What follows belongs to an exercise in optimizing a design on an open flow for small area, a short achievable clock period and few clock cycles per item; a production flow would make more cautious choices. Only simulation tests tie the RTL to the original design; equivalence was not proved.

== run X ==
## le_lane
module le_lane (
    input  wire        clk,
    input  wire        rst,           
    input  wire        start,
    input  wire [15:0] code,
    input  wire [15:0] vref,
    input  wire [15:0] sff,
    input  wire [20:0] vlink_mv,
    input  wire        vlink_ok,
    input  wire        at_dmax,
    input  wire [15:0] vscal,
    input  wire [15:0] vlnom,
    input  wire [31:0] kp,
    input  wire [31:0] ki,
    input  wire [31:0] kd,
    input  wire [31:0] dpole,
    input  wire [31:0] ll1_b0,
    input  wire [31:0] ll1_b1,
    input  wire [31:0] ll1_a1,
    input  wire [31:0] ll2_b0,
    input  wire [31:0] ll2_b1,
    input  wire [31:0] ll2_a1,
    input  wire [31:0] nb0,
    input  wire [31:0] nb1,
    input  wire [31:0] nb2,
    input  wire [31:0] na1,
    input  wire [31:0] na2,
    input  wire        nen,
    input  wire [15:0] dmax,
    input  wire [15:0] dmin,
    input  wire [15:0] imax,
    input  wire [15:0] llmax,
    input  wire [15:0] nmax,
    input  wire [15:0] ffmax,
    input  wire [14:0] emax,
    input  wire [5:0]  sat_clr,
    output wire        ready,
    output reg         done,
    output reg  [15:0] duty,
    output reg  [16:0] vout,
    output wire [15:0] err,
    output wire [31:0] integ_out,
    output reg  [15:0] ratio,
    output reg  [5:0]  sat,
    output reg         frz_hi,
    output reg         frz_lo
);
For scale: about 9800 cells after synthesis, ~810 I/O pins.
export LEC_CHECK = 0
export CAP_MARGIN = 20
export CORE_MARGIN = 2
export CORE_UTILIZATION = 50
export SLEW_MARGIN = 20
create_clock -name core_clock -period 25.0 [get_ports {clk}]
standard.sh (not shown) runs the stock make flow with config.mk's settings and CLKGATE_MAP_FILE= SYNTH_SCRIPT=/design/flow/synth_recipe.tcl, a recipe that flattens the netlist after the stock synthesis.
==> flow/flow/run.sh <==
#!/bin/bash
# The standard layout (standard.sh, the standard flow's own ORFS run with the standard synthesis), with one
# change: the buffers that buffer_ports puts on every input and output port are plain
# sky130_fd_sc_hd__buf_2 cells instead of the delay buffers it picks by default.
# make's full output goes to standard.log here; ORFS keeps each step's log under orfs/logs.
set -euo pipefail
export BUFFER_PORTS_ARGS="-buffer_cell sky130_fd_sc_hd__buf_2"
bash standard.sh > standard.log 2>&1
Run X finished end to end and its layout was clean on timing, DRC and antenna.
Testbench counts of run X, summed over its fixed seeds: cycles 58,250, items 3,200.
What run A does differently from run X at the input level:
--- a/flow/design.v
+++ b/flow/design.v
@@ -93,16 +93,17 @@
     reg  signed [15:0] ev;           
     reg         [16:0] vo;           
     reg         [15:0] sff_r;
     reg                atd_r;
     reg                frz_r;        
     reg                nen_r;
     reg         [15:0] lim_r;        
     reg                d_r28, d_stk;  
+    reg                stk;          
     reg  signed [39:0] u;
     reg         [W-1:0] acc;
     reg         [4:0]  fl;           
     reg         [15:0] bo1, bo2, bon;  
     reg                ki_z, ki_s;   
     reg         [39:0] mb_r;
     reg         [39:0] mb_rn;        
     reg         [20:0] vl_r;
@@ -134,24 +135,27 @@
     le_csa u_csa (
         .pp0(ppr[0]),   .pp1(ppr[1]),   .pp2(ppr[2]),   .pp3(ppr[3]),
         .pp4(ppr[4]),   .pp5(ppr[5]),   .pp6(ppr[6]),   .pp7(ppr[7]),
         .pp8(ppr[8]),   .pp9(ppr[9]),   .pp10(ppr[10]), .pp11(ppr[11]),
         .pp12(ppr[12]), .pp13(ppr[13]), .pp14(ppr[14]), .pp15(ppr[15]),
         .negb(bon), .adda(add_a), .sa(csa_a), .sb(csa_b)
     );
     wire [W-1:0] s = csa_a + csa_b;
+    wire [27:0] zp = csa_a[27:0] ^ csa_b[27:0];
+    wire [27:0] zo = {csa_a[26:0] | csa_b[26:0], 1'b0};
+    wire        s_z28 = ~(|(zp ^ zo));
     wire        [16:0] vo_n   = acc[31:15];                  
     wire signed [17:0] e_dif  = {2'b00, ev} - {1'b0, acc[31:15]};
     wire signed [17:0] emax_s = {3'b000, vo[14:0]};
     wire               e_hi   = e_dif > emax_s;
     wire               e_lo   = e_dif < -emax_s;
     wire signed [15:0] e_n    = e_hi ? emax_s[15:0] : e_lo ? -emax_s[15:0] : e_dif[15:0];
     wire signed [16:0] de     = {ev[15], ev} - {eprev[15], eprev};
-    wire               c29    = acc[28] & (~acc[W-1] | (|acc[27:0]));
+    wire               c29    = acc[28] & (~acc[W-1] | stk);
     wire signed [W-30:0] t29  = acc[W-1:29] + {{(W-30){1'b0}}, c29};
     wire               cd     = d_r28 & (~acc[48] | d_stk);
     wire signed [48:0] td     = acc[48:0] + {48'd0, cd};
     wire               d_ok   = (&td[48:39]) | ~(|td[48:39]);
     wire signed [39:0] d_n    = d_ok ? td[39:0] : {td[48], {39{~td[48]}}};
     wire signed [29:0] il     = {1'b0, u[15:0], 13'd0};      
     wire        [29:0] i_df   = {1'b0, il[28:0]} - {1'b0, acc[28:0]};
     wire        [29:0] i_sm   = {1'b0, il[28:0]} + {1'b0, acc[28:0]};
@@ -242,19 +246,20 @@
         a_rw  <= (st == 5'd17) | (st == 5'd12 && !nen_r);
         a_int <= (st == 5'd2) | (st == 5'd4);
         a_d   <= (st == 5'd3);
         a_acc <= (st == 5'd6) | (st == 5'd7) | (st == 5'd9) | (st == 5'd10)
                | (st == 5'd12 && nen_r) | (st == 5'd13) | (st == 5'd14) | (st == 5'd15);
         mb_r <= mb_n;
         mb_rn <= ~mb_n;
         acc <= s;
+        stk <= ~s_z28;
         if (st == 5'd3) begin
             d_r28 <= acc[28];
-            d_stk <= |acc[27:0];
+            d_stk <= stk;
         end
         if (rst)
             ready_r <= 1'b1;
         else if (st == 5'd0 && start)
             ready_r <= 1'b0;
         else if (last)
             ready_r <= 1'b1;
         if (rst) begin
| area used by multi-input combinational logic | run A vs run X | about 0.37% lower |
[run A] post-route fraction of the period consumed by the critical path fell 5.0 points relative to run X
Testbench counts of run A, summed over its fixed seeds: cycles 58,250, items 3,200.

[re-timing with driven ports]
The results above use ideal ports. As a check the final layouts listed here were re-extracted and re-timed, cells and wires unchanged.
Step 1 assumes that a clkbuf_16 drives the clock port and a buf_2 every other input.
Step 2 moves the port delays by t, midway between the first and last clock arrival at a register: inputs arrive t later, outputs are due t later. That takes back most of the time a late clock gives input paths.
Three values: ideal ports, drivers, drivers and shift; two values: the first two.
run	t, ns	slack for setup (ns)	worst setup path after step 2	slew at the worst register clock pin (ns)
run X	0.834	15.331 / 15.331 / 15.331	register to register	0.07 / 0.07
run A	0.832	16.568 / 16.568 / 16.568	register to register	0.08 / 0.08
After both steps setup and hold are still met in every run listed.
